From an optimization exercise on the open Yosys and OpenROAD flow, aimed at small area and a short achievable clock period; shortcuts taken in it are not production practice.
In this exercise RTL edits were held to simulation tests only and were not proved equivalent to the original.

==> flow/design.v (outline; a module is shown in full before it is edited, if it fits) <==
// module epi_f16_norm: 25 lines
// module epi_bias_widen: 23 lines
// module epi_bmul: 618 lines
// module epi_benc: 16 lines
// module epi_align: 18 lines
// module epi_pipe: 18 lines
// module epi_lzshift: 20 lines
// module epi_nar0: 14 lines
// module epi_nar1: 108 lines
// module epi_nar2: 45 lines
// module epilogue_unit: 215 lines
module epilogue_unit (
    input  wire        clk,
    input  wire        rst,           
    input  wire        in_valid,
    input  wire [31:0] in_y,          
    input  wire [15:0] in_sc,         
    input  wire [15:0] in_sx,         
    input  wire [31:0] in_bias,       
    input  wire        in_bias_fp16,  
    input  wire        in_null,       
    input  wire        in_relu,       
    input  wire [3:0]  in_fmt,        
    output wire        out_valid,
    output wire [31:0] out_data,      
    output wire [2:0]  out_flags      
);
  // ...
==> flow/run.sh <==
#!/bin/bash
# synth_recipe.tcl (not shown) runs the flow's synth.tcl, then flattens the netlist and writes it again
# the make line also repeats each setting of config.mk as NAME=value (left out here)
make -C /OpenROAD-flow-scripts/flow DESIGN_CONFIG=/design/flow/config.mk WORK_HOME=/design/flow/orfs CLKGATE_MAP_FILE= SYNTH_SCRIPT=/design/flow/synth_recipe.tcl finish
==> flow/config.mk <==
export PLATFORM = sky130hd
export DESIGN_NAME = epilogue_unit
export DESIGN_NICKNAME = epilogue_unit
export VERILOG_FILES = /design/flow/design.v
export SDC_FILE = /design/flow/constraint.sdc
export NUM_CORES = 4
export LEC_CHECK = 0
export ABC_AREA = 1
export CAP_MARGIN = 60
export CORE_MARGIN = 2
export CORE_UTILIZATION = 40
export SLEW_MARGIN = 80
==> flow/constraint.sdc <==
create_clock -name core_clock -period 30.0 [get_ports {clk}]
set_input_delay 6.0000 -clock core_clock [delete_from_list [all_inputs] [get_ports {clk}]]
set_output_delay 6.0000 -clock core_clock [all_outputs]
set_load 0.01 [all_outputs]
==> flow_metrics.env, run 1 <==
export IMPL_status="timing/DRC/antenna clean"
export IMPL_ys_warnings_count=15
export IMPL_drtPass1Iterations=9
export IMPL_wirelength_met1_um=70700
export IMPL_drv_slew=0
export IMPL_layout_common_cells="nand2_1, inv_1, nand3_1, nor2_1, dfxtp_1"
export IMPL_synthArstFlopShare_pct=0
export IMPL_fmax_ghz=0.133
export IMPL_cts_hold_buf=0
export IMPL_dp_hpwl_um=136000
export IMPL_clock_buffers=71
export IMPL_portBuffers=141
export IMPL_buffers=285
export IMPL_ys_ff_latch=487
export IMPL_regArea_um2=9910
export IMPL_final_common_cell="nand2_1"
export IMPL_ant_nets=0
export IMPL_finish_utilization_pct=45.9
export IMPL_fin_setup_tns_ns=0
export IMPL_grtUsageMet2_pct=45.9
export IMPL_drt_first_iter_violations=4324
export IMPL_cts_root_buf="clkbuf_16"
export IMPL_critPathMaxStageDelay_ns=0.54
export IMPL_grt_usage_pct=26.1
export IMPL_crit_chain="clkdlybuf4s50_1"
export IMPL_dp_cells=9061
export IMPL_yosys_area_top_type="dfxtp_1"
export IMPL_worstPathArrival_ns=1.53
export IMPL_path_class="reg -> out"
export IMPL_io_pins=142
export IMPL_max_cap_viol_count=0
export IMPL_start_util_pct=40.3
export IMPL_dieArea_um2=129000
export IMPL_yosysTopAreaCellShare_pct=19.3
==> run 2: changes to the inputs <==
--- a/flow/config.mk
+++ b/flow/config.mk
@@ -6,7 +6,7 @@
 export NUM_CORES = 4
 export LEC_CHECK = 0
 export ABC_AREA = 1
-export CAP_MARGIN = 60
+export CAP_MARGIN = 20
 export CORE_MARGIN = 2
 export CORE_UTILIZATION = 40
-export SLEW_MARGIN = 80
+export SLEW_MARGIN = 20
==> run 2 against run 1 <==
Against the previous run: still clean on timing, DRC and antenna; setup slack worse by 1.7 ns; register-to-register slack lost 2.1 ns; global-route usage fell by 0.27 points; critical path type is now reg -> reg; largest cell class unchanged.
==> flow_metrics.env, run 2 <==
export IMPL_cts_setup_buffers=0
export IMPL_fin_setup_tns_ns=0
export IMPL_insertion_delay_ns=0.67
export IMPL_max_slew_margin_pct=25.5
export IMPL_num_rows=130
export IMPL_drc=0
export IMPL_netlist_top_cells_area="dfxtp_1, fa_1, nand2_1"
export IMPL_drv_slew=0
export IMPL_instances_no_fill=9083
export IMPL_post_cts_resized=0
export IMPL_min_period_ns=9.25
export IMPL_cts_buffer_depth=3
export IMPL_drt_first_iter_violations=4227
export IMPL_synthArstFlopShare_pct=0
export IMPL_synthFlopType="dfxtp_1"
export IMPL_portBuffers=141
export IMPL_cts_sinks=487
export IMPL_path_class="reg -> reg"
export IMPL_cts_clk_slew_worst_paths_ns=0.06
export IMPL_clock_skew_ns=0.0530
export IMPL_max_cap_viol_count=0
export IMPL_regArea_um2=9750
export IMPL_core_area_um2=126000
export IMPL_busiest_layer="met2"
export IMPL_drive_gt1_share_pct=4.01
export IMPL_final_common_cell="nand2_1"
export IMPL_die_x_um=360
export IMPL_crit_top_cell="nor2_1"
export IMPL_ys_warnings_count=15
export IMPL_fill_cells=13200
export IMPL_largest_register_ffs=112
export IMPL_cts_buffers=53
export IMPL_critPathMaxStageDelay_ns=0.83
export IMPL_fin_crit_sh_pct=30.8
export IMPL_via_per_inst=5.36
export IMPL_htree_levels=2
export IMPL_layout_common_cells="nand2_1, inv_1, nand3_1, nor2_1, dfxtp_1"
export IMPL_hold_ws_ns=0.296
export IMPL_grt_usage_pct=25.8
export IMPL_first_global_vias=47700
export IMPL_timing_final_ws_setup_ns=20.75
export IMPL_hold_violations=0
export IMPL_grt_pass1_wl_um=267000
export IMPL_ant_nets=0
export IMPL_wl_per_cell_um=18.8
export IMPL_pre_cts_slack_ns=20.80
export IMPL_dp_cells=8985
export IMPL_area_growth_pct=8.36
export IMPL_finish_utilization_pct=43.7
export IMPL_antenna_found_initial=1
export IMPL_gp_congestion=0.975
export IMPL_cts_hold_buf=0
export IMPL_top_regs="pb.g_r.r: 112 flops, p0.g_r.r: 103 flops, pc.g_r.r: 77 flops"
export IMPL_postSynthAreaPerCell_um2=6.76
export IMPL_io_pins=142
export IMPL_min_path_type="reg -> reg"
export IMPL_ys_seq_area_share_pct=19.3
export IMPL_vias=48700
export IMPL_synth_edf_count=0
export IMPL_routed_wl_um=171000
export IMPL_grt_overflow_total=0
export IMPL_synthCells=7491
export IMPL_globalRouteMet3Util_pct=4.10
export IMPL_worstPathRequired_ns=30.58
export IMPL_rrSetupSlack_ns=20.75
export IMPL_placed_area_um2=53000
export IMPL_synth_cell_area_um2=50600
export IMPL_start_util_pct=40.3
export IMPL_worstPathArrival_ns=9.83
export IMPL_cp_slowest_cell="a21oi_2"
export IMPL_syn_nets=8215
export IMPL_drtPass1Iterations=7
export IMPL_dieArea_um2=129000
export IMPL_cp_max_fo=48
export IMPL_design_area_um2=54800
export IMPL_grt_max_degree=106
export IMPL_diodes=0
export IMPL_worst_slew_pin_slew_ns=1.11
export IMPL_largest_register="pb.g_r.r"
export IMPL_yosys_area_top_type="dfxtp_1"
export IMPL_multi_input_area_um2=34800
export IMPL_cts_tree="done"
export IMPL_yosysTopAreaCellShare_pct=19.3
export IMPL_ys_ff_latch=487
export IMPL_rsz0062_at_grt="no"
export IMPL_endpoint_kind="register"
export IMPL_yosysMostFrequentCell="nand2_1"
export IMPL_grtUsageMet2_pct=45.4
export IMPL_grt_util_met1_pct=31.3
export IMPL_dp_hpwl_um=135000
export IMPL_die_y_um=360
export IMPL_yosysUniqueCellTypes=67
export IMPL_fmax_ghz=0.108
export IMPL_cts_root_buf="clkbuf_16"
export IMPL_status="timing/DRC/antenna clean"
export IMPL_nets=8114
export IMPL_start_kind="register"
export IMPL_yosys_top_cells_count="nand2_1, inv_1, nand3_1, nor2_1, dfxtp_1"
export IMPL_finalSetupViolations=0
==> run 2: cell count changes in the layout (fill, tap and decap cells not counted), sizes merged <==
cell / previous run / this run
bufinv: 2 / 6
buf: 126 / 57
clkdlybuf4s50: 153 / 141
clkbuf: 73 / 65
clkinvlp: 2 / 3
inv: 1193 / 1194
clkinv: 25 / 26
clkdlybuf4s25: 4 / 0
==> run 2: critical path, delay by kind of cell, from the launching register on <==
| kind | cells | cell delay (ns) |
|---|---|---|
| and+or+nand+nor | 24 | 5.15 |
| AOI/OAI and AO/OA | 8 | 2.47 |
| buffers and inverters | 3 | 0.57 |
| adders and majority gates | 2 | 0.41 |
| DFF | 1 | 0.39 |
| xor gates and xnor gates | 1 | 0.18 |
==> run 2: path summary, 6_finish.rpt <==
check,start,cells after the start,end
hold reg to reg,pc.g_r.r[0],0,pe_.g_r.r[0]
setup reg to reg,pf.g_r.r[8],38,ph.g_r.r[14]
setup / recovery,pf.g_r.r[8],38,ph.g_r.r[14]
hold / removal,pc.g_r.r[0],0,pe_.g_r.r[0]
==> run 2: cell type report <==
class | instances | area share, %
flip-flops and latches | 487 | 17.8
repair buffers | 198 | 3.35
well taps | 1650 | 3.76
multi-input cells | 5454 | 63.5
inverters | 1196 | 8.20
clock buffers | 65 | 2.65
clock inverters | 33 | 0.735
==> run 2: per-layer routing <==
layer	routed length [um]	part of all wire, %	vias to the layer above
li1	-	-	23800
met1	70000	41	22800
met2	82300	48	1700
met3	11000	6.5	392
met4	7310	4.3	2
met5	14	0.0082	-
==> run 2: cell families after synthesis <==
logic type | count (synthesis) | synth area share, %
other cells | 1 | 0.00741
flops | 487 | 19.3
simple gates | 3238 | 27.4
mux | 10 | 0.205
xor+xnor | 462 | 7.99
fa+ha+maj | 618 | 20.3
compound gates | 1125 | 12.9
buf+inv | 1550 | 11.9
==> module epi_lzshift, before the edit <==
module epi_lzshift #(
    parameter W  = 32,
    parameter LW = 5
) (
    input  wire [W-1:0]  x,
    input  wire          en,
    output wire [W-1:0]  y,
    output wire [LW-1:0] lz
);
    wire [W-1:0] s [0:LW];
    assign s[LW] = x;
    genvar k;
    generate
        for (k = LW - 1; k >= 0; k = k - 1) begin : g_s
            assign lz[k]  = en & ~|s[k+1][W-1 -: (1 << k)];
            assign s[k]   = lz[k] ? (s[k+1] << (1 << k)) : s[k+1];
        end
    endgenerate
    assign y = s[0];
endmodule
==> run 3: changes to the inputs <==
--- a/flow/design.v
+++ b/flow/design.v
@@ -725,16 +725,34 @@
     output wire [W-1:0]  y,
     output wire [LW-1:0] lz
 );
-    wire [W-1:0] s [0:LW];
-    assign s[LW] = x;
-    genvar k;
+    wire [31:0] xp = {x, {(32-W){1'b0}}};
+    wire [15:0] v1;  wire [15:0] c1;
+    wire [7:0]  v2;  wire [15:0] c2;
+    wire [3:0]  v3;  wire [11:0] c3;
+    wire [1:0]  v4;  wire [7:0]  c4;
+    wire [4:0]  c5;
+    genvar g;
     generate
-        for (k = LW - 1; k >= 0; k = k - 1) begin : g_s
-            assign lz[k]  = en & ~|s[k+1][W-1 -: (1 << k)];
-            assign s[k]   = lz[k] ? (s[k+1] << (1 << k)) : s[k+1];
+        for (g = 0; g < 16; g = g + 1) begin : g_l1
+            assign v1[g] = xp[2*g+1] | xp[2*g];
+            assign c1[g] = ~xp[2*g+1];
+        end
+        for (g = 0; g < 8; g = g + 1) begin : g_l2
+            assign v2[g] = v1[2*g+1] | v1[2*g];
+            assign c2[2*g+1:2*g] = v1[2*g+1] ? {1'b0, c1[2*g+1]} : {1'b1, c1[2*g]};
+        end
+        for (g = 0; g < 4; g = g + 1) begin : g_l3
+            assign v3[g] = v2[2*g+1] | v2[2*g];
+            assign c3[3*g+2:3*g] = v2[2*g+1] ? {1'b0, c2[4*g+3:4*g+2]} : {1'b1, c2[4*g+1:4*g]};
+        end
+        for (g = 0; g < 2; g = g + 1) begin : g_l4
+            assign v4[g] = v3[2*g+1] | v3[2*g];
+            assign c4[4*g+3:4*g] = v3[2*g+1] ? {1'b0, c3[6*g+5:6*g+3]} : {1'b1, c3[6*g+2:6*g]};
         end
     endgenerate
-    assign y = s[0];
+    assign c5 = v4[1] ? {1'b0, c4[7:4]} : {1'b1, c4[3:0]};
+    assign lz = en ? c5[LW-1:0] : {LW{1'b0}};
+    assign y  = x << lz;
 endmodule
 module epi_nar0 (
     input  wire [7:0] e,
--- a/flow/config.mk
+++ b/flow/config.mk
@@ -6,7 +6,7 @@
 export NUM_CORES = 4
 export LEC_CHECK = 0
 export ABC_AREA = 1
-export CAP_MARGIN = 20
+export CAP_MARGIN = 80
 export CORE_MARGIN = 2
 export CORE_UTILIZATION = 40
-export SLEW_MARGIN = 20
+export SLEW_MARGIN = 90
==> run 3 against run 2 <==
Against the previous run: the run now fails in global routing (5_1_grt); synthesized area decreased by 1.8%; synthesized cell count is 3.6% lower.
==> flow_metrics.env, run 3 <==
export IMPL_synth_top_family_by_area="simple AND/OR/NAND/NOR gates"
export IMPL_synthSimpleGateAreaFrac_pct=25.8
export IMPL_firstError="[ERROR GRT-0116] Global routing finished with congestion. Check the congestion regions in the DRC Viewer."
export IMPL_netlist_top_cells_area="dfxtp_1, fa_1, nand2_1"
export IMPL_synthArstFlopShare_pct=0
export IMPL_grt_max_degree=18
export IMPL_placed_area_um2=99900
export IMPL_synth_xor_area_share_pct=8.19
export IMPL_cts_buffer_depth=3
export IMPL_synthAdderAreaFrac_pct=20.7
export IMPL_synth_compound_area_share_pct=14.2
export IMPL_synth_edf_count=0
export IMPL_status="aborted with a tool error"
export IMPL_start_util_pct=40.3
export IMPL_dp_cells=11200
export IMPL_io_pins=142
export IMPL_synthFlopType="dfxtp_1"
export IMPL_gp_congestion=0.985
export IMPL_pre_cts_slack_ns=5.99
export IMPL_yosysMostFrequentCell="nand2_1"
export IMPL_num_rows=129
export IMPL_die_y_um=357
export IMPL_htree_levels=2
export IMPL_grt_pass1_wl_um=665000
export IMPL_cts_setup_buffers=0
export IMPL_cts_root_buf="clkbuf_16"
export IMPL_syn_nets=7947
export IMPL_yosysTopAreaCellShare_pct=19.6
export IMPL_post_cts_resized=0
export IMPL_postSynthAreaPerCell_um2=6.88
export IMPL_cts_sinks=487
export IMPL_yosysUniqueCellTypes=66
export IMPL_haltStage="global routing (5_1_grt)"
export IMPL_cts_buffers=55
export IMPL_grt_overflow_total=374
export IMPL_die_x_um=357
export IMPL_grt_usage_pct=71.4
export IMPL_cts_hold_buf=0
export IMPL_ys_seq_area_share_pct=19.6
export IMPL_yosys_top_cells_count="nand2_1, inv_1, nand3_1, nor2_1, dfxtp_1"
export IMPL_ys_warnings_count=13
export IMPL_portBuffers=141
export IMPL_ys_ff_latch=487
export IMPL_synthCells=7223
export IMPL_yosys_area_top_type="dfxtp_1"
export IMPL_synth_mux_area_share_pct=0.269
export IMPL_dp_hpwl_um=261000
export IMPL_synth_cell_area_um2=49700
export IMPL_first_global_vias=90500
==> run 3: cell count changes after synthesis, moves of 10 or more <==
cell	previous run	this run
a31oi_1	46	60
o21ai_0	335	360
nor2_1	554	540
buf_2	59	43
inv_1	1153	1070
xor2_1	407	417
nand2_1	1726	1489
clkbuf_1	212	230
o22ai_1	274	291
nand4_1	79	96
==> run 3: metal layers <==
layer  GRT overflow  global-route usage [%]
met4            144                    71.1
met3             24                    59.4
met1             11                    68.5
met5              1                    35.7
met2            194                    87.7
==> run 3: per-stage QoR <==
| stage | hold WS, ns |
|---|---|
| after CTS | 0.290 |
| after detailed placement | 0.312 |
| after floorplan | 0.310 |
| after global placement | 0.312 |
==> run 3: how the worst min path moves through the flow <==
| stage | cells after the start | end | slack, ns | start |
|---|---|---|---|---|
| 3_5_place_dp | 0 | pc.g_r.r[11] | 0.31 | pb.g_r.r[11] |
| 2_1_floorplan | 0 | pb.g_r.r[0] | 0.31 | p0.g_r.r[0] |
| 3_3_place_gp | 0 | ph.g_r.r[2] | 0.31 | pf.g_r.r[2] |
| 4_1_cts | 0 | pc.g_r.r[22] | 0.29 | pb.g_r.r[22] |
==> run 3: cell families after synthesis <==
family	after synthesis
simple gates	2983
buf+inv	1450
compound gates	1206
fa+ha+maj	618
flops	487
xor+xnor	465
mux	13
other cells	1
==> run 4: changes to the inputs <==
--- a/flow/config.mk
+++ b/flow/config.mk
@@ -6,7 +6,7 @@
 export NUM_CORES = 4
 export LEC_CHECK = 0
 export ABC_AREA = 1
-export CAP_MARGIN = 80
+export CAP_MARGIN = 60
 export CORE_MARGIN = 2
 export CORE_UTILIZATION = 40
-export SLEW_MARGIN = 90
+export SLEW_MARGIN = 80
==> run 4 against run 3 <==
Against the previous run: now clean on timing, DRC and antenna; synthesized area unchanged; synthesized cell count stayed put.
==> flow_metrics.env, run 4 <==
export IMPL_status="timing/DRC/antenna clean"
export IMPL_clock_skew_ns=0.0420
export IMPL_top_regs="pb.g_r.r: 112 flops, p0.g_r.r: 103 flops, pc.g_r.r: 77 flops"
export IMPL_cts_buffer_depth=3
export IMPL_grtUsageMet2_pct=44.9
export IMPL_synthCells=7223
export IMPL_synth_edf_count=0
export IMPL_ys_seq_area_share_pct=19.6
export IMPL_whs_path_depth=0
export IMPL_finish_utilization_pct=46.8
export IMPL_cp_max_fo=1
export IMPL_drtPass1Iterations=8
export IMPL_cts_buffers=55
export IMPL_largest_register="pb.g_r.r"
export IMPL_path_class="reg -> out"
export IMPL_synthArstFlopShare_pct=0
export IMPL_dieArea_um2=127000
export IMPL_crit_chain="clkdlybuf4s50_1"
export IMPL_start_kind="register"
export IMPL_worstPathArrival_ns=1.52
export IMPL_cts_root_buf="clkbuf_16"
export IMPL_max_cap_viol_count=0
export IMPL_start_util_pct=40.3
export IMPL_grt_usage_pct=26.5
export IMPL_min_path_type="reg -> reg"
export IMPL_largest_register_ffs=112
export IMPL_core_area_um2=123000
export IMPL_num_rows=129
export IMPL_grt_util_met1_pct=33.2
export IMPL_cpLargestDelayFamily="buffers and inverters"
export IMPL_cts_tree="done"
export IMPL_via_per_inst=5.45
export IMPL_synthFlopType="dfxtp_1"
export IMPL_syn_nets=7947
export IMPL_drv_slew=0
export IMPL_io_pins=142
export IMPL_grt_overflow_total=0
export IMPL_vias=48600
export IMPL_cp_slowest_cell="clkdlybuf4s50_1"
export IMPL_portBuffers=141
export IMPL_rrSetupSlack_ns=23.22
export IMPL_die_x_um=357
export IMPL_first_global_vias=47600
export IMPL_dp_hpwl_um=135000
export IMPL_critPathMaxStageDelay_ns=0.55
export IMPL_htree_levels=2
export IMPL_nets=7967
export IMPL_reg2reg_to="pb.g_r.r[69]"
export IMPL_routed_wl_um=171000
export IMPL_drt_first_iter_violations=4348
export IMPL_grt_pass1_wl_um=268000
export IMPL_ant_nets=0
export IMPL_instances_no_fill=8926
export IMPL_rsz0062_at_grt="no"
export IMPL_timing_rr_start="p0.g_r.r[53]"
export IMPL_cts_hold_buf=0
export IMPL_cts_setup_buffers=0
export IMPL_endpoint_kind="output pin"
export IMPL_postSynthAreaPerCell_um2=6.88
export IMPL_synth_cell_area_um2=49700
export IMPL_yosys_area_top_type="dfxtp_1"
export IMPL_reg2regPathDepth=32
export IMPL_fmax_ghz=0.133
export IMPL_drc=0
export IMPL_fin_crit_sh_pct=25.1
export IMPL_grt_max_degree=37
export IMPL_post_cts_resized=0
export IMPL_yosys_top_cells_count="nand2_1, inv_1, nand3_1, nor2_1, dfxtp_1"
export IMPL_hold_ws_ns=0.323
export IMPL_yosysUniqueCellTypes=66
export IMPL_globalRouteMet3Util_pct=4.56
export IMPL_cts_clk_slew_worst_paths_ns=0.06
export IMPL_final_common_cell="nand2_1"
export IMPL_ys_warnings_count=13
export IMPL_ys_ff_latch=487
export IMPL_drive_gt1_share_pct=11.1
export IMPL_yosysTopAreaCellShare_pct=19.6
export IMPL_die_y_um=357
export IMPL_cp_startpoint="po.g_r.r[11]"
export IMPL_holdPathEnd="pc.g_r.r[40]"
export IMPL_busiest_layer="met2"
export IMPL_yosysMostFrequentCell="nand2_1"
export IMPL_finalSetupViolations=0
export IMPL_layout_common_cells="nand2_1, inv_1, nand3_1, nor2_1, dfxtp_1"
export IMPL_antenna_found_initial=1
export IMPL_fin_setup_tns_ns=0
export IMPL_hold_start="pb.g_r.r[40]"
export IMPL_min_period_ns=7.52
export IMPL_insertion_delay_ns=0.68
export IMPL_cts_sinks=487
export IMPL_dp_cells=8811
export IMPL_area_growth_pct=16.2
export IMPL_gp_congestion=0.985
export IMPL_wl_per_cell_um=19.2
export IMPL_worstPathRequired_ns=24.00
export IMPL_hold_violations=0
export IMPL_cp_num_buf_inv=1
export IMPL_netlist_top_cells_area="dfxtp_1, fa_1, nand2_1"
## run 4: cell counts after synthesis
Identical to the previous run, type by type.
## run 4: area by class of cell
class,count,area (um2)
repair buffers,302,2740
well taps,1637,2050
clock buffers,74,1570
flip-flops and latches,487,9910
inverters,1111,4430
diodes,1,2.50
clock inverters,28,424
fillers,12500,65700
multi-input cells,5286,36600
## run 4: how the worst max path moves through the flow
stage | endpoint | cells past startpoint
after global routing | ph.g_r.r[17] | 43
after global placement | ph.g_r.r[16] | 39
final | out_data[8] | 1
after detailed placement | out_data[24] | 1
after CTS | out_flags[0] | 1
after floorplan | out_data[0] | 0
## run 4: cell families after synthesis
family / synth area share, %
compound gates: 14.2
other cells: 0.00754
buf+inv: 11.2
xor+xnor: 8.19
fa+ha+maj: 20.7
flops: 19.6
mux: 0.269
simple gates: 25.8
## run 4: layer usage
layer | vias to the layer above | part of all wire [%]
li1 | 23500 | -
met1 | 22900 | 41
met2 | 1846 | 47
met3 | 376 | 7.5
met4 | 0 | 4.5
met5 | - | 0
## run 4: through the flow
stage / setup WS (ns) / area, um2
3_5_place_dp: 23.16 / 55100
4_1_cts: 22.42 / 57100
5_1_grt: 22.11 / 57800
3_3_place_gp: 22.69 / 52200
6_report: 22.48 / 57800
2_1_floorplan: 23.67 / 49700
==> module epilogue_unit, before the edit <==
module epilogue_unit (
    input  wire        clk,
    input  wire        rst,           
    input  wire        in_valid,
    input  wire [31:0] in_y,          
    input  wire [15:0] in_sc,         
    input  wire [15:0] in_sx,         
    input  wire [31:0] in_bias,       
    input  wire        in_bias_fp16,  
    input  wire        in_null,       
    input  wire        in_relu,       
    input  wire [3:0]  in_fmt,        
    output wire        out_valid,
    output wire [31:0] out_data,      
    output wire [2:0]  out_flags      
);
    localparam C0 = 1;    
    localparam CA = 0;
    localparam CB = 1;
    localparam CC = 1;
    localparam CD = 0;
    localparam CE = 1;
    localparam CF = 1;
    localparam CG = 0;
    localparam CH = 1;
    localparam CI = 0;
    localparam LAT = C0 + CA + CB + CC + CD + CE + CF + CG + CH + CI + 1;
    reg [LAT-1:0] vld;
    always @(posedge clk) begin
        if (rst)
            vld <= {LAT{1'b0}};
        else
            vld <= {vld[LAT-2:0], in_valid};
    end
    assign out_valid = vld[LAT-1];
    wire [31:0] y, bias;
    wire [15:0] sc, sx;
    wire        b16, nul, relu0;
    wire [3:0]  fmt0;
    epi_pipe #(.W(103), .EN(C0)) p0 (.clk(clk),
        .d({in_y, in_sc, in_sx, in_bias, in_bias_fp16, in_null, in_relu, in_fmt}),
        .q({y, sc, sx, bias, b16, nul, relu0, fmt0}));
    wire        ys   = y[31];
    wire [31:0] ymag = ys ? (32'd0 - y) : y;
    wire        yz   = (y == 32'd0);
    wire [10:0] cs, xs;
    wire [4:0]  cme, xme;
    wire [3:0]  clz, xlz;
    wire        cz, cinf, cnan, xz, xinf, xnan;
    epi_f16_norm u_c (.h(sc), .sig(cs), .me(cme), .lz(clz), .zero(cz), .inf(cinf), .nan(cnan));
    epi_f16_norm u_x (.h(sx), .sig(xs), .me(xme), .lz(xlz), .zero(xz), .inf(xinf), .nan(xnan));
    wire [21:0] praw = cs * xs;
    wire [4:0]  plz  = {1'b0, clz} + {1'b0, xlz};
    wire [21:0] p_a  = praw << plz;
    wire [7:0]  pe_a = {3'd0, cme} + {3'd0, xme} - {3'd0, plz};
    wire [31:0] b_a;
    epi_bias_widen u_b (.bias(bias), .fp16(b16), .b(b_a));
    wire vsign_a = ys ^ sc[15] ^ sx[15];
    wire anyinf  = cinf | xinf;
    wire anyzero = yz | cz | xz;
    reg  [3:0] vsp_a;    
    always @* begin
        if (xnan)                          vsp_a = 4'b1011;
        else if (nul)                      vsp_a = 4'b1000;
        else if (sx == 16'h0000)           vsp_a = 4'b1100;
        else if (cnan | (anyinf & anyzero)) vsp_a = 4'b1011;
        else if (anyinf)                   vsp_a = {1'b1, vsign_a, 2'b10};
        else if (anyzero)                  vsp_a = {1'b1, vsign_a, 2'b00};
        else                               vsp_a = {1'b0, vsign_a, 2'b00};
    end
    wire [31:0] ymag_b;
    wire [21:0] p;
    wire [7:0]  pe;
    wire [3:0]  vsp_b;
    wire [31:0] b_b;
    wire        relu_b;
    wire [3:0]  fmt_b;
    epi_pipe #(.W(32+22+8+4+32+5), .EN(CA)) pa (.clk(clk),
        .d({ymag,   p_a, pe_a, vsp_a, b_a, relu0,  fmt0}),
        .q({ymag_b, p,   pe,   vsp_b, b_b, relu_b, fmt_b}));
    wire [31:0] yn;
    wire [4:0]  ylz;
    epi_lzshift #(.W(32), .LW(5)) u_yn (.x(ymag_b), .en(1'b1), .y(yn), .lz(ylz));
    wire        yrup = yn[7] & ((|yn[6:0]) | yn[8]);
    wire [11:0] bone, btwo, bneg;
    epi_benc u_benc (.y(yn[31:8] | 24'h800000), .bone(bone), .btwo(btwo), .bneg(bneg));
    wire        yrup_c;
    wire [11:0] bone_c, btwo_c, bneg_c;
    wire [4:0]  ylz_c;
    wire [21:0] p_c;
    wire [7:0]  pe_c;
    wire [3:0]  vsp_c;
    wire [31:0] b_c;
    wire        relu_c;
    wire [3:0]  fmt_c;
    epi_pipe #(.W(1+36+5+22+8+4+32+5), .EN(CB)) pb (.clk(clk),
        .d({yrup,   bone,   btwo,   bneg,   ylz,   p,   pe,   vsp_b, b_b, relu_b, fmt_b}),
        .q({yrup_c, bone_c, btwo_c, bneg_c, ylz_c, p_c, pe_c, vsp_c, b_c, relu_c, fmt_c}));
    wire [45:0] prod;
    epi_bmul u_mul (.p(p_c), .bone(bone_c), .btwo(btwo_c), .bneg(bneg_c),
                    .rup(yrup_c), .prod(prod));
    wire [8:0]  ev0  = 9'd128 - {4'd0, ylz_c} + {pe_c[7], pe_c};
    wire [26:0] pr_d;       
    wire        pst_d;      
    wire [8:0]  ev0_d;
    wire [3:0]  vsp_d;
    wire [31:0] b_d;
    wire        relu_d;
    wire [3:0]  fmt_d;
    epi_pipe #(.W(27+1+9+4+32+5), .EN(CC)) pc (.clk(clk),
        .d({prod[45:19], |prod[18:0], ev0,   vsp_c, b_c, relu_c, fmt_c}),
        .q({pr_d,        pst_d,       ev0_d, vsp_d, b_d, relu_d, fmt_d}));
    wire        l45 = pr_d[26];
    wire        l44 = ~pr_d[26] & pr_d[25];
    wire [23:0] m   = l45 ? pr_d[26:3] : l44 ? pr_d[25:2] : pr_d[24:1];
    wire        mg  = l45 ? pr_d[2] : l44 ? pr_d[1] : pr_d[0];
    wire        mst = pst_d | ((l45 | l44) & pr_d[0]) | (l45 & pr_d[1]);
    wire        mrup = mg & (mst | m[0]);
    wire [24:0] mr  = {1'b0, m} + {24'd0, mrup};
    wire [8:0]  ev  = ev0_d + {7'd0, l45, l44} + {8'd0, mr[24]};
    wire [31:0] v   = vsp_d[3] ? {vsp_d[2], {8{vsp_d[1]}}, vsp_d[0], 22'd0}
                               : {vsp_d[2], ev[7:0], mr[22:0]};
    wire [31:0] v_e, b_e;
    wire        relu_e;
    wire [3:0]  fmt_e;
    epi_pipe #(.W(32+32+5), .EN(CD)) pd (.clk(clk),
        .d({v,   b_d, relu_d, fmt_d}),
        .q({v_e, b_e, relu_e, fmt_e}));
    wire [7:0]  va_e = v_e[30:23];
    wire [7:0]  vb_e = b_e[30:23];
    wire        a_nan = (va_e == 8'hff) & (v_e[22:0] != 23'd0);
    wire        b_nan = (vb_e == 8'hff) & (b_e[22:0] != 23'd0);
    wire        a_inf = (va_e == 8'hff) & (v_e[22:0] == 23'd0);
    wire        b_inf = (vb_e == 8'hff) & (b_e[22:0] == 23'd0);
    wire        eff_sub = v_e[31] ^ b_e[31];
    wire        znan = a_nan | b_nan | (a_inf & b_inf & eff_sub);
    wire        swap = b_e[30:0] > v_e[30:0];
    wire [31:0] v_f, b_f;
    wire        swap_f, sub_f, nan_f, relu_f;
    wire [3:0]  fmt_f;
    epi_pipe #(.W(32+32+4+4), .EN(CE)) pe_ (.clk(clk),
        .d({v_e, b_e, swap,   eff_sub, znan,  relu_e, fmt_e}),
        .q({v_f, b_f, swap_f, sub_f,   nan_f, relu_f, fmt_f}));
    wire [7:0]  a_ee = (v_f[30:23] == 8'd0) ? 8'd1 : v_f[30:23];
    wire [7:0]  b_ee = (b_f[30:23] == 8'd0) ? 8'd1 : b_f[30:23];
    wire [7:0]  d8   = swap_f ? (b_ee - a_ee) : (a_ee - b_ee);
    wire [4:0]  d_f  = (d8 > 8'd27) ? 5'd27 : d8[4:0];
    wire [31:0] l_f  = swap_f ? b_f : v_f;
    wire [31:0] s    = swap_f ? v_f : b_f;
    wire        l_inf = (l_f[30:23] == 8'hff);
    wire [23:0] s_m_f = l_inf ? 24'd0 : {(s[30:23] != 8'd0), s[22:0]};
    wire [26:0] s_al;
    epi_align u_al (.m(s_m_f), .d(d_f), .y(s_al));
    wire [26:0] l_al = {(l_f[30:23] != 8'd0), l_f[22:0], 3'b000};
    wire [27:0] sum  = {1'b0, l_al} + ({1'b0, s_al} ^ {28{sub_f}}) + {27'd0, sub_f};
    wire [27:0] sum_g;
    wire [8:0]  le_g;       
    wire        sub_g, nan_g, relu_g;
    wire [3:0]  fmt_g;
    epi_pipe #(.W(28+9+3+4), .EN(CF)) pf (.clk(clk),
        .d({sum,   l_f[31:23], sub_f, nan_f, relu_f, fmt_f}),
        .q({sum_g, le_g,       sub_g, nan_g, relu_g, fmt_g}));
    wire        l_sub = (le_g[7:0] == 8'd0);
    wire [26:0] nn;
    wire [4:0]  nlz;
    epi_lzshift #(.W(27), .LW(5)) u_nz (.x(sum_g[26:0]), .en(~l_sub), .y(nn), .lz(nlz));
    wire [26:0] n  = sum_g[27] ? {sum_g[27:2], |sum_g[1:0]} : nn;
    wire [8:0]  ne = sum_g[27] ? ({1'b0, le_g[7:0]} + 9'd1) : ({1'b0, le_g[7:0]} - {4'd0, nlz});
    wire        zz = (sum_g == 28'd0);
    wire [26:0] n_h;
    wire [8:0]  ne_h;
    wire        zz_h, ls_h, sub_h, nan_h, relu_h;
    wire [3:0]  fmt_h;
    epi_pipe #(.W(27+9+5+4), .EN(CG)) pg (.clk(clk),
        .d({n,   ne,   zz,   le_g[8], sub_g, nan_g, relu_g, fmt_g}),
        .q({n_h, ne_h, zz_h, ls_h,    sub_h, nan_h, relu_h, fmt_h}));
    wire        nrup = n_h[2] & (n_h[1] | n_h[0] | n_h[3]);
    wire [24:0] rr   = {1'b0, n_h[26:3]} + {24'd0, nrup};
    wire [8:0]  fe   = ne_h + {8'd0, rr[24]};
    reg  [31:0] z;
    always @* begin
        if (nan_h)
            z = 32'h7fc00000;
        else if (zz_h)
            z = {ls_h & ~sub_h, 31'd0};
        else if (fe >= 9'd255)
            z = {ls_h, 8'hff, 23'd0};
        else
            z = {ls_h, fe[7:0], rr[22:0]};
    end
    wire [31:0] act = (relu_h & z[31] & ~nan_h) ? 32'd0 : z;
    wire [31:0] a_i;
    wire        nan_i;
    wire [3:0]  fmt_i;
    epi_pipe #(.W(32+1+4), .EN(CH)) ph (.clk(clk),
        .d({act, nan_h, fmt_h}),
        .q({a_i, nan_i, fmt_i}));
    wire [5:0]  r_i;
    epi_nar0 u_n0 (.e(a_i[30:23]), .fmt(fmt_i), .r(r_i));
    wire [31:0] inc;
    wire        cin;
    wire [2:0]  sel, flg;
    epi_nar1 u_n1 (.a(a_i), .nan(nan_i), .fmt(fmt_i), .r(r_i),
                   .inc(inc), .cin(cin), .sel(sel), .flg(flg));
    wire [31:0] inc_j;
    wire        cin_j, s_j;
    wire [2:0]  sel_j, flg_j;
    wire [3:0]  fmt_j;
    epi_pipe #(.W(32+1+1+3+3+4), .EN(CI)) pi (.clk(clk),
        .d({inc,   cin,   a_i[31], sel,   flg,   fmt_i}),
        .q({inc_j, cin_j, s_j,     sel_j, flg_j, fmt_j}));
    wire [31:0] q;
    epi_nar2 u_n2 (.inc(inc_j), .cin(cin_j), .sel(sel_j), .s(s_j), .fmt(fmt_j), .q(q));
    epi_pipe #(.W(35), .EN(1)) po (.clk(clk), .d({q, flg_j}), .q({out_data, out_flags}));
endmodule
==> run 5: changes to the inputs <==
--- a/flow/design.v
+++ b/flow/design.v
@@ -960,9 +960,17 @@
     wire [15:0] sc, sx;
     wire        b16, nul, relu0;
     wire [3:0]  fmt0;
-    epi_pipe #(.W(103), .EN(C0)) p0 (.clk(clk),
-        .d({in_y, in_sc, in_sx, in_bias, in_bias_fp16, in_null, in_relu, in_fmt}),
-        .q({y, sc, sx, bias, b16, nul, relu0, fmt0}));
+    wire [10:0] ics, ixs;
+    wire [4:0]  icme, ixme;
+    wire [3:0]  iclz, ixlz;
+    wire        icz, icinf, icnan, ixz, ixinf, ixnan;
+    epi_f16_norm u_ic (.h(in_sc), .sig(ics), .me(icme), .lz(iclz), .zero(icz), .inf(icinf), .nan(icnan));
+    epi_f16_norm u_ix (.h(in_sx), .sig(ixs), .me(ixme), .lz(ixlz), .zero(ixz), .inf(ixinf), .nan(ixnan));
+    wire [3:0]  rclz, rxlz;
+    epi_pipe #(.W(111), .EN(C0)) p0 (.clk(clk),
+        .d({in_y, in_sc, in_sx, in_bias, in_bias_fp16, in_null, in_relu, in_fmt, iclz, ixlz}),
+        .q({y, sc, sx, bias, b16, nul, relu0, fmt0, rclz, rxlz}));
+    wire [4:0]  plz = {1'b0, rclz} + {1'b0, rxlz};
     wire        ys   = y[31];
     wire [31:0] ymag = ys ? (32'd0 - y) : y;
     wire        yz   = (y == 32'd0);
@@ -973,7 +981,6 @@
     epi_f16_norm u_c (.h(sc), .sig(cs), .me(cme), .lz(clz), .zero(cz), .inf(cinf), .nan(cnan));
     epi_f16_norm u_x (.h(sx), .sig(xs), .me(xme), .lz(xlz), .zero(xz), .inf(xinf), .nan(xnan));
     wire [21:0] praw = cs * xs;
-    wire [4:0]  plz  = {1'b0, clz} + {1'b0, xlz};
     wire [21:0] p_a  = praw << plz;
     wire [7:0]  pe_a = {3'd0, cme} + {3'd0, xme} - {3'd0, plz};
     wire [31:0] b_a;
==> flow/flow/run.sh (new file) <==
#!/bin/bash
# The standard layout (standard.sh: standard synthesis, floorplan, place,
# CTS, route) with one change: the port buffers that buffer_ports inserts
# are sky130_fd_sc_hd__buf_2 cells instead of the tool's default pick.
set -euo pipefail
export BUFFER_PORTS_ARGS="-buffer_cell sky130_fd_sc_hd__buf_2"
bash standard.sh > standard.log 2>&1
==> flow/standard.sh (new file) <==
#!/bin/bash
# synth_recipe.tcl (not shown) runs the flow's synth.tcl, then flattens the netlist and writes it again
# the make line also repeats each setting of config.mk as NAME=value (left out here)
make -C /OpenROAD-flow-scripts/flow DESIGN_CONFIG=/design/flow/config.mk WORK_HOME=/design/flow/orfs CLKGATE_MAP_FILE= SYNTH_SCRIPT=/design/flow/synth_recipe.tcl "${@:-finish}"
--- a/flow/config.mk
+++ b/flow/config.mk
@@ -9,4 +9,5 @@
 export CAP_MARGIN = 60
 export CORE_MARGIN = 2
 export CORE_UTILIZATION = 40
+export CTS_BUF_LIST = sky130_fd_sc_hd__clkbuf_8
 export SLEW_MARGIN = 80
removed: flow/run.sh
==> run 5 against run 4 <==
Against the previous run: sequential share of layout area is 0.57 points higher; setup slack better by 0.15 ns; non-clock buffer count is 49 lower; register-to-register slack worse by 0.59 ns; worst hold slack worse by 0.0095 ns; first-iteration DRC count is 1.0% lower; largest cell class unchanged.
==> flow_metrics.env, run 5 <==
export IMPL_fmax_ghz=0.136
export IMPL_largest_register="pb.g_r.r"
export IMPL_synth_compound_area_share_pct=13.8
export IMPL_cts_tree="done"
export IMPL_yosys_area_top_type="dfxtp_1"
export IMPL_grt_max_degree=40
export IMPL_rsz0062_at_grt="no"
export IMPL_synth_xor_area_share_pct=8.08
export IMPL_drv_slew=0
export IMPL_ys_ff_latch=495
export IMPL_min_path_type="reg -> reg"
export IMPL_synthCells=7243
export IMPL_hold_start="pb.g_r.r[15]"
export IMPL_die_y_um=357
export IMPL_nets=7959
export IMPL_top_regs="pb.g_r.r: 112 flops, p0.g_r.r: 111 flops, pc.g_r.r: 77 flops"
export IMPL_start_kind="register"
export IMPL_yosysUniqueCellTypes=77
export IMPL_pre_cts_slack_ns=22.71
export IMPL_reg2reg_to="ph.g_r.r[8]"
export IMPL_core_area_um2=124000
export IMPL_synth_mux_area_share_pct=0.228
export IMPL_path_class="reg -> reg"
export IMPL_htree_levels=3
export IMPL_synthAdderAreaFrac_pct=20.6
export IMPL_cts_buffer_depth=3
export IMPL_cts_root_buf="clkbuf_8"
export IMPL_critPathMaxStageDelay_ns=0.53
export IMPL_grt_usage_pct=26.5
export IMPL_first_global_vias=47900
export IMPL_timing_final_ws_setup_ns=22.63
export IMPL_gp_congestion=0.973
export IMPL_cts_hold_buf=0
export IMPL_crit_top_cell="nor2_1"
export IMPL_min_period_ns=7.37
export IMPL_num_rows=129
export IMPL_antenna_found_initial=2
export IMPL_synthFlopType="dfxtp_1"
export IMPL_max_cap_viol_count=0
export IMPL_fin_crit_sh_pct=24.6
export IMPL_timing_rr_start="pf.g_r.r[11]"
export IMPL_yosysMostFrequentCell="nand2_1"
export IMPL_synth_edf_count=0
export IMPL_synthSimpleGateAreaFrac_pct=25.9
export IMPL_cts_clk_slew_worst_paths_ns=0.07
export IMPL_finalSetupViolations=0
export IMPL_ys_seq_area_share_pct=19.8
export IMPL_whs_path_depth=0
export IMPL_cts_setup_buffers=0
export IMPL_largest_register_ffs=112
export IMPL_wl_per_cell_um=19.1
export IMPL_portBuffers=141
export IMPL_netlist_top_cells_area="dfxtp_1, fa_1, nand2_1"
export IMPL_synthArstFlopShare_pct=0
export IMPL_reg2regPathDepth=41
export IMPL_final_common_cell="nand2_1"
export IMPL_ant_nets=0
export IMPL_cp_slowest_cell="clkdlybuf4s50_1"
export IMPL_cts_buffers=85
export IMPL_die_x_um=357
export IMPL_synth_top_family_by_area="simple AND/OR/NAND/NOR gates"
export IMPL_io_pins=142
export IMPL_worstPathRequired_ns=30.72
export IMPL_fin_setup_tns_ns=0
export IMPL_via_per_inst=5.45
export IMPL_grt_pass1_wl_um=267000
export IMPL_post_cts_resized=0
export IMPL_syn_nets=7967
export IMPL_dp_hpwl_um=135000
export IMPL_area_growth_pct=13.6
export IMPL_drtPass1Iterations=7
export IMPL_insertion_delay_ns=0.82
export IMPL_rrSetupSlack_ns=22.63
export IMPL_vias=48700
export IMPL_drc=0
export IMPL_layout_common_cells="nand2_1, inv_1, nand3_1, nor2_1, dfxtp_1"
export IMPL_ys_warnings_count=13
export IMPL_yosysTopAreaCellShare_pct=19.8
export IMPL_holdPathEnd="pc.g_r.r[15]"
export IMPL_drt_first_iter_violations=4304
export IMPL_dieArea_um2=128000
export IMPL_routed_wl_um=171000
export IMPL_status="timing/DRC/antenna clean"
export IMPL_drive_gt1_share_pct=12.8
export IMPL_fill_cells=12500
export IMPL_clock_skew_ns=0.0708
export IMPL_grt_overflow_total=0
export IMPL_synth_cell_area_um2=50000
export IMPL_hold_violations=0
export IMPL_postSynthAreaPerCell_um2=6.90
export IMPL_start_util_pct=40.4
export IMPL_cp_max_fo=36
export IMPL_cts_sinks=495
export IMPL_yosys_top_cells_count="nand2_1, inv_1, nand3_1, nor2_1, dfxtp_1"
export IMPL_worstPathArrival_ns=8.09
export IMPL_endpoint_kind="register"
run 5: how the worst max path moves through the flow:
stage,start,slack [ns],endpoint
global route,pf.g_r.r[11],21.77,ph.g_r.r[14]
detailed placement,pf.g_r.r[11],22.71,ph.g_r.r[8]
finish,pf.g_r.r[11],22.63,ph.g_r.r[8]
CTS,pf.g_r.r[11],22.67,ph.g_r.r[8]
floorplan,in_sc[13],23.30,p0.g_r.r[5]
global placement,pb.g_r.r[76],22.79,pc.g_r.r[76]
run 5: critical path: cells and delay by family (launching register included):
family / cells / cell delay (ns)
AO/OA/AOI/OAI: 5 / 0.99
XOR/XNOR: 1 / 0.19
adder cells (fa/ha/maj): 3 / 0.55
buffers and inverters: 11 / 2.23
flip-flops: 1 / 0.32
AND/OR/NAND/NOR: 21 / 2.97
run 5: layout make-up:
cell class	count	area [um2]	share of cell area, %
Multi-Input combinational cell	5264	36300	63.9
Tap cell	1637	2050	3.61
Antenna cell	1	2.50	0.00441
Inverter	1136	4560	8.03
Clock buffer	108	1490	2.62
Sequential cell	495	10100	17.7
Clock inverter	49	568	1.00
Timing Repair Buffer	253	1760	3.10
run 5: cells by family after synthesis:
logic type	after synthesis
buf+inv	1484
mux	11
fa+ha+maj	618
xor+xnor	461
other cells	1
simple gates	2989
flops	495
compound gates	1184
run 5: per-stage QoR:
step                instance area [um2]  util [%]  hold WS (ns)  std cells
floorplan                         50000         -         0.310       7243
global placement                  51600      41.7         0.311       8722
detailed placement                54000      43.6         0.312       8778
CTS                               56000      45.3         0.322       8935
global route                      56800      45.8         0.318       8943
finish                            56800      45.8         0.313       8943
run 5: layer usage:
| layer | vias to the layer above | GRT usage [%] | wire, um |
|---|---|---|---|
| met2 | 1850 | 44.6 | 80200 |
| met4 | 2 | 12.6 | 8610 |
| met3 | 431 | 5.11 | 12400 |
| met5 | - | 0 | 18 |
| li1 | 23500 | - | - |
| met1 | 22900 | 32.4 | 69700 |
==> run 6: changes to the inputs <==
--- a/flow/config.mk
+++ b/flow/config.mk
@@ -9,5 +9,4 @@
 export CAP_MARGIN = 60
 export CORE_MARGIN = 2
 export CORE_UTILIZATION = 40
-export CTS_BUF_LIST = sky130_fd_sc_hd__clkbuf_8
 export SLEW_MARGIN = 80
==> run 6 against run 5 <==
Against the previous run: critical path type unchanged; design area fell by 0.22%; final cell count fell by 0.66%; core utilization fell by 0.10 points; largest cell class unchanged; global-route usage fell by 0.20 points; register-to-register slack improved by 0.04 ns.
==> flow_metrics.env, run 6 <==
export IMPL_yosys_area_top_type="dfxtp_1"
export IMPL_gp_congestion=0.973
export IMPL_synth_top_family_by_area="simple AND/OR/NAND/NOR gates"
export IMPL_syn_nets=7967
export IMPL_grt_overflow_total=0
export IMPL_cts_clk_slew_worst_paths_ns=0.06
export IMPL_cp_startpoint="pf.g_r.r[11]"
export IMPL_drtPass1Iterations=6
export IMPL_num_rows=129
export IMPL_multi_input_area_um2=36300
export IMPL_dp_hpwl_um=135000
export IMPL_routed_wl_um=171000
export IMPL_drt_first_iter_violations=4162
export IMPL_grt_usage_pct=26.3
export IMPL_first_global_vias=47500
export IMPL_ys_ff_latch=495
export IMPL_synthAdderAreaFrac_pct=20.6
export IMPL_whs_path_depth=0
export IMPL_cp_max_fo=36
export IMPL_min_path_type="reg -> reg"
export IMPL_start_kind="register"
export IMPL_path_class="reg -> reg"
export IMPL_dieArea_um2=128000
export IMPL_cts_root_buf="clkbuf_16"
export IMPL_min_period_ns=7.33
export IMPL_ant_nets=0
export IMPL_synth_edf_count=0
export IMPL_crit_top_cell="nor2_1"
export IMPL_ys_seq_area_share_pct=19.8
export IMPL_netlist_top_cells_area="dfxtp_1, fa_1, nand2_1"
export IMPL_synth_xor_area_share_pct=8.08
export IMPL_cts_tree="done"
export IMPL_wl_per_cell_um=19.2
export IMPL_post_cts_resized=0
export IMPL_top_regs="pb.g_r.r: 112 flops, p0.g_r.r: 111 flops, pc.g_r.r: 77 flops"
export IMPL_postSynthAreaPerCell_um2=6.90
export IMPL_largest_register_ffs=112
export IMPL_status="timing/DRC/antenna clean"
export IMPL_area_growth_pct=13.3
export IMPL_synth_compound_area_share_pct=13.8
export IMPL_synthCells=7243
export IMPL_core_area_um2=124000
export IMPL_die_y_um=357
export IMPL_die_x_um=357
export IMPL_drive_gt1_share_pct=12.3
export IMPL_cts_hold_buf=0
export IMPL_fin_crit_sh_pct=24.4
export IMPL_ys_warnings_count=13
export IMPL_fmax_ghz=0.136
export IMPL_endpoint_kind="register"
export IMPL_insertion_delay_ns=0.67
export IMPL_clock_skew_ns=0.0561
export IMPL_start_util_pct=40.4
export IMPL_synth_cell_area_um2=50000
export IMPL_yosys_top_cells_count="nand2_1, inv_1, nand3_1, nor2_1, dfxtp_1"
export IMPL_io_pins=142
export IMPL_largest_register="pb.g_r.r"
export IMPL_synthSimpleGateAreaFrac_pct=25.9
export IMPL_cts_sinks=495
export IMPL_instances_no_fill=8884
export IMPL_timing_rr_start="pf.g_r.r[11]"
export IMPL_cts_setup_buffers=0
export IMPL_portBuffers=141
export IMPL_fin_setup_tns_ns=0
export IMPL_max_cap_viol_count=0
export IMPL_cp_slowest_cell="clkdlybuf4s50_1"
export IMPL_grt_pass1_wl_um=266000
export IMPL_yosysMostFrequentCell="nand2_1"
export IMPL_hold_start="pf.g_r.r[0]"
export IMPL_synth_mux_area_share_pct=0.228
export IMPL_fill_cells=12500
export IMPL_via_per_inst=5.48
export IMPL_finalSetupViolations=0
export IMPL_yosysTopAreaCellShare_pct=19.8
export IMPL_rsz0062_at_grt="no"
export IMPL_htree_levels=2
export IMPL_synthFlopType="dfxtp_1"
export IMPL_vias=48600
export IMPL_worstPathRequired_ns=30.59
export IMPL_dp_cells=8778
export IMPL_drc=0
export IMPL_critPathMaxStageDelay_ns=0.53
export IMPL_reg2regPathDepth=41
export IMPL_cts_buffers=52
export IMPL_layout_common_cells="nand2_1, inv_1, nand3_1, nor2_1, dfxtp_1"
export IMPL_final_common_cell="nand2_1"
export IMPL_yosysUniqueCellTypes=77
export IMPL_hold_violations=0
export IMPL_worstPathArrival_ns=7.92
export IMPL_regArea_um2=10100
export IMPL_cts_buffer_depth=3
export IMPL_antenna_found_initial=4
export IMPL_grt_max_degree=40
export IMPL_nets=7929
export IMPL_synthArstFlopShare_pct=0
export IMPL_drv_slew=0
## run 6: cell count changes in the layout (fill, tap and decap cells not counted), moves of 4 or more
cell and delta:
clkbuf_8 -102, clkbuf_16 +54, inv_1 -16, clkbuf_1 +7, inv_12 -4
## run 6: layer usage
metal / vias to the layer above / GRT usage (%) / share of wire (%)
met4: 6 / 11.4 / 4.9
met5: - / 0 / 0.027
li1: 23400 / - / -
met3: 419 / 4.77 / 7.2
met1: 22900 / 32.4 / 41
met2: 1848 / 44.8 / 47
## run 6: cell type report
| cell class | count | area share, % |
|---|---|---|
| clock inverter | 27 | 0.729 |
| timing repair buffer | 256 | 3.18 |
| multi-input combinational | 5264 | 64.0 |
| clock buffer | 68 | 2.60 |
| tap | 1637 | 3.62 |
| inverter | 1136 | 8.04 |
| sequential | 495 | 17.8 |
| antenna | 1 | 0.00442 |
## run 6: final timing paths
path	endpoint	slack, ns
worst max-delay path	ph.g_r.r[11]	22.67
worst min-delay path	ph.g_r.r[0]	0.28
worst max register to register	ph.g_r.r[11]	22.67
worst min register to register	ph.g_r.r[0]	0.28
## run 6: cell families (layout without fill, tap and decap cells)
group | after synthesis | count (layout)
AND/OR/NAND/NOR | 2989 | 2989
AO/OA/AOI/OAI | 1184 | 1184
buffers and inverters | 1484 | 1487
multiplexers | 11 | 11
XOR/XNOR | 461 | 461
other | 1 | 2
adder cells (fa/ha/maj) | 618 | 618
flip-flops | 495 | 495
## run 6: per-stage QoR
stage / hold slack (ns) / util (%) / worst slack [ns] / area (um2)
2_1_floorplan: 0.310 / - / 23.30 / 50000
3_3_place_gp: 0.311 / 41.7 / 22.79 / 51600
3_5_place_dp: 0.312 / 43.6 / 22.71 / 54000
4_1_cts: 0.270 / 45.1 / 22.69 / 55900
5_1_grt: 0.283 / 45.7 / 21.77 / 56600
6_report: 0.278 / 45.7 / 22.67 / 56600
## run 6: critical path: cells and delay by family, from the launching register on
kind	cells	cell delay (ns)
and+or+nand+nor	21	2.97
buffers and inverters	11	2.24
AOI/OAI and AO/OA	5	1.00
adders and majority gates	3	0.55
DFF	1	0.32
xor gates and xnor gates	1	0.19
==> run 7: changes to the inputs <==
--- a/flow/design.v
+++ b/flow/design.v
@@ -1107,24 +1107,26 @@
     wire        nrup = n_h[2] & (n_h[1] | n_h[0] | n_h[3]);
     wire [24:0] rr   = {1'b0, n_h[26:3]} + {24'd0, nrup};
     wire [8:0]  fe   = ne_h + {8'd0, rr[24]};
+    wire        zs_h = zz_h ? (ls_h & ~sub_h) : ls_h;
+    wire [22:0] zf_i;
+    wire [8:0]  fe_i;
+    wire        zz_i, zs_i, nan_i, relu_i;
+    wire [3:0]  fmt_i;
+    epi_pipe #(.W(23+9+4+4), .EN(CH)) ph (.clk(clk),
+        .d({rr[22:0], fe,   zz_h, zs_h,     nan_h, relu_h, fmt_h}),
+        .q({zf_i,     fe_i, zz_i, zs_i,     nan_i, relu_i, fmt_i}));
     reg  [31:0] z;
     always @* begin
-        if (nan_h)
+        if (nan_i)
             z = 32'h7fc00000;
-        else if (zz_h)
-            z = {ls_h & ~sub_h, 31'd0};
-        else if (fe >= 9'd255)
-            z = {ls_h, 8'hff, 23'd0};
+        else if (zz_i)
+            z = {zs_i, 31'd0};
+        else if (fe_i >= 9'd255)
+            z = {zs_i, 8'hff, 23'd0};
         else
-            z = {ls_h, fe[7:0], rr[22:0]};
+            z = {zs_i, fe_i[7:0], zf_i};
     end
-    wire [31:0] act = (relu_h & z[31] & ~nan_h) ? 32'd0 : z;
-    wire [31:0] a_i;
-    wire        nan_i;
-    wire [3:0]  fmt_i;
-    epi_pipe #(.W(32+1+4), .EN(CH)) ph (.clk(clk),
-        .d({act, nan_h, fmt_h}),
-        .q({a_i, nan_i, fmt_i}));
+    wire [31:0] a_i = (relu_i & z[31] & ~nan_i) ? 32'd0 : z;
     wire [5:0]  r_i;
     epi_nar0 u_n0 (.e(a_i[30:23]), .fmt(fmt_i), .r(r_i));
     wire [31:0] inc;
==> flow/flow/run.sh (replaced) <==
#!/bin/bash
# The standard layout (standard.sh) with two changes after the standard,
# unchanged synthesis:
#  - buffer_ports inserts sky130_fd_sc_hd__buf_2 port buffers instead of the
#    tool's default pick (a slow delay buffer);
#  - placement, CTS and routing repairs may not use the delay cells
#    (clkdlybuf4s*, dlygate4sd*, dlymetal6s*) as wire or slew buffers.
set -euo pipefail
bash standard.sh synth > synth.log 2>&1
export BUFFER_PORTS_ARGS="-buffer_cell sky130_fd_sc_hd__buf_2"
DLY=""
for c in clkdlybuf4s15_1 clkdlybuf4s15_2 clkdlybuf4s18_1 clkdlybuf4s18_2 clkdlybuf4s25_1 \
         clkdlybuf4s25_2 clkdlybuf4s50_1 clkdlybuf4s50_2 dlygate4sd1_1 dlygate4sd2_1 \
         dlygate4sd3_1 dlymetal6s2s_1 dlymetal6s4s_1 dlymetal6s6s_1; do
    DLY="$DLY sky130_fd_sc_hd__$c"
done
export DONT_USE_CELLS="${DLY# }"
bash standard.sh > layout.log 2>&1
--- a/flow/config.mk
+++ b/flow/config.mk
@@ -8,5 +8,5 @@
 export ABC_AREA = 1
 export CAP_MARGIN = 60
 export CORE_MARGIN = 2
-export CORE_UTILIZATION = 40
+export CORE_UTILIZATION = 55
 export SLEW_MARGIN = 80
==> run 7 against run 6 <==
Against the previous run: via count fell by 1.0%; die area fell by 28%; still clean on timing, DRC and antenna; design area fell by 0.69%; sequential share of layout area rose by 0.19 points; highest routed layer unchanged; critical path type is now reg -> out; largest cell class unchanged; synthesized cell count fell by 1.8%.
==> flow_metrics.env, run 7 <==
export IMPL_io_pins=142
export IMPL_diodes=0
export IMPL_grt_util_met1_pct=43.7
export IMPL_crit_chain="buf_2"
export IMPL_first_global_vias=47100
export IMPL_reg2regPathDepth=31
export IMPL_yosysUniqueCellTypes=76
export IMPL_cp_startpoint="po.g_r.r[9]"
export IMPL_path_class="reg -> out"
export IMPL_cts_tree="done"
export IMPL_whs_path_depth=0
export IMPL_fin_setup_tns_ns=0
export IMPL_holdPathEnd="pe_.g_r.r[1]"
export IMPL_drt_first_iter_violations=4198
export IMPL_start_util_pct=55.3
export IMPL_synthCells=7114
export IMPL_cpLargestDelayFamily="flip-flops"
export IMPL_grtUsageMet2_pct=60.0
export IMPL_min_path_type="reg -> reg"
export IMPL_synth_edf_count=0
export IMPL_max_cap_viol_count=0
export IMPL_endpoint_kind="output pin"
export IMPL_yosysTopAreaCellShare_pct=20.1
export IMPL_via_per_inst=5.77
export IMPL_yosys_top_cells_count="nand2_1, inv_1, nand3_1, dfxtp_1, nor2_1"
export IMPL_largest_register_ffs=112
export IMPL_layout_common_cells="nand2_1, inv_1, nand3_1, nor2_1, dfxtp_1"
export IMPL_grt_pass1_wl_um=262000
export IMPL_gp_congestion=1.02
export IMPL_cp_slowest_cell="dfxtp_1"
export IMPL_globalRouteMet3Util_pct=6.04
export IMPL_critPathMaxStageDelay_ns=0.37
export IMPL_core_area_um2=89600
export IMPL_reg2reg_to="pc.g_r.r[72]"
export IMPL_cts_root_buf="clkbuf_16"
export IMPL_ys_seq_area_share_pct=20.1
export IMPL_fmax_ghz=0.140
export IMPL_cp_max_fo=1
export IMPL_die_x_um=304
export IMPL_cp_num_buf_inv=1
export IMPL_synthArstFlopShare_pct=0
export IMPL_dieArea_um2=92500
export IMPL_synthFlopType="dfxtp_1"
export IMPL_fin_crit_sh_pct=23.8
export IMPL_antenna_found_initial=1
export IMPL_netlist_top_cells_area="dfxtp_1, fa_1, nand2_1"
export IMPL_worstPathRequired_ns=24.00
export IMPL_post_cts_resized=0
export IMPL_rrSetupSlack_ns=23.38
export IMPL_syn_nets=7838
export IMPL_fill_cells=8263
export IMPL_timing_final_ws_setup_ns=22.86
export IMPL_grt_overflow_total=0
export IMPL_yosys_area_top_type="dfxtp_1"
export IMPL_pre_cts_slack_ns=23.09
export IMPL_timing_rr_start="pb.g_r.r[63]"
export IMPL_area_growth_pct=13.5
export IMPL_busiest_layer="met2"
export IMPL_yosysMostFrequentCell="nand2_1"
export IMPL_htree_levels=2
export IMPL_drv_slew=0
export IMPL_num_rows=110
export IMPL_synth_cell_area_um2=49600
export IMPL_routed_wl_um=168000
export IMPL_finalSetupViolations=0
export IMPL_cts_sinks=498
export IMPL_portBuffers=141
export IMPL_cts_buffers=57
export IMPL_cts_setup_buffers=0
export IMPL_drc=0
export IMPL_largest_register="pb.g_r.r"
export IMPL_cts_hold_buf=0
export IMPL_min_period_ns=7.14
export IMPL_nets=7846
export IMPL_grt_usage_pct=35.7
export IMPL_dp_hpwl_um=132000
export IMPL_instances_no_fill=8347
export IMPL_drtPass1Iterations=7
export IMPL_ys_warnings_count=13
export IMPL_top_regs="pb.g_r.r: 112 flops, p0.g_r.r: 111 flops, pc.g_r.r: 77 flops"
export IMPL_hold_start="pc.g_r.r[1]"
export IMPL_insertion_delay_ns=0.68
export IMPL_hold_violations=0
export IMPL_die_y_um=304
export IMPL_dp_cells=8226
export IMPL_clock_skew_ns=0.0826
export IMPL_cts_clk_slew_worst_paths_ns=0.07
export IMPL_vias=48200
export IMPL_status="timing/DRC/antenna clean"
export IMPL_grt_max_degree=50
export IMPL_wl_per_cell_um=20.1
export IMPL_final_common_cell="nand2_1"
export IMPL_cts_buffer_depth=3
export IMPL_drive_gt1_share_pct=13.0
export IMPL_ys_ff_latch=498
export IMPL_rsz0062_at_grt="no"
export IMPL_start_kind="register"
export IMPL_worstPathArrival_ns=1.14
export IMPL_postSynthAreaPerCell_um2=6.97
export IMPL_ant_nets=0
run 7: layout make-up:
type	count	area [um2]	area share [%]
Inverter	1154	4590	8.16
Clock buffer	71	1570	2.79
Sequential cell	498	10100	18.0
Tap cell	1176	1470	2.62
Clock inverter	37	443	0.788
Multi-Input combinational cell	5125	36100	64.2
Timing Repair Buffer	286	1940	3.45
run 7: worst max path at each step:
| stage | to | slack [ns] | cells past startpoint |
|---|---|---|---|
| floorplan | p0.g_r.r[1] | 23.30 | 4 |
| global placement | pc.g_r.r[72] | 22.96 | 26 |
| detailed placement | p0.g_r.r[1] | 23.09 | 5 |
| CTS | out_data[20] | 22.84 | 1 |
| global route | pf.g_r.r[43] | 22.79 | 40 |
| finish | out_data[6] | 22.86 | 1 |
run 7: kinds of logic (layout without fill, tap and decap cells):
group / Yosys count / after routing / share of synthesized area, %
AOI/OAI and AO/OA: 1196 / 1196 / 14.0
xor gates and xnor gates: 484 / 484 / 8.55
adders and majority gates: 618 / 618 / 20.8
buffers and inverters: 1491 / 1548 / 11.6
DFF: 498 / 498 / 20.1
muxes: 15 / 15 / 0.313
other: 1 / 1 / 0.00757
and+or+nand+nor: 2811 / 2811 / 24.6
run 7: per-layer routing:
layer | vias to the layer above | routed length [um]
met4 | 2 | 10600
met1 | 22500 | 66100
met3 | 566 | 13000
met5 | - | 11
li1 | 23000 | -
met2 | 2121 | 78100
run 7: per-stage QoR:
stage,hold slack (ns),instance area [um2],util (%)
global placement,0.310,50800,56.7
finish,0.275,56200,62.8
floorplan,0.310,49600,-
global route,0.274,56200,62.8
detailed placement,0.312,53600,59.8
CTS,0.263,55600,62.1

## re-timing with driven ports
The flow's constraints put no driver on any port. The routed layouts listed below were extracted and timed again, unchanged, in two steps. Step 1: set_driving_cell puts a clkbuf_16 on clk and a buf_2 on each other input, an assumption about the parent block. Step 2 adds t to the input delays and takes it off the output delays; t is the mean of the earliest and latest rising clock arrival at the registers after step 1. Input paths then give back, and output paths get back, about the clock's delay inside the block. a / b / c = no drivers / after step 1 / after step 2; a / b = the first two.
| run | t (ns) | setup WS [ns] | worst setup path after step 2 | clock arrival spread, ns | worst slew at a driven data input, ns |
|---|---|---|---|---|---|
| run 1 | 0.727 | 22.467 / 22.398 / 22.883 | register to register | 0.080 / 0.080 | 0.07 |
| run 2 | 0.713 | 20.751 / 20.751 / 20.751 | register to register | 0.054 / 0.053 | 0.08 |
| run 4 | 0.731 | 22.479 / 22.404 / 23.135 | register to output | 0.045 / 0.046 | 0.07 |
| run 5 | 0.859 | 22.631 / 22.631 / 22.631 | register to register | 0.071 / 0.071 | 0.06 |
| run 6 | 0.722 | 22.668 / 22.668 / 22.668 | register to register | 0.061 / 0.062 | 0.07 |
| run 7 | 0.719 | 22.863 / 22.786 / 23.065 | input to register | 0.092 / 0.092 | 0.09 |
After both steps every run listed still meets setup and hold.
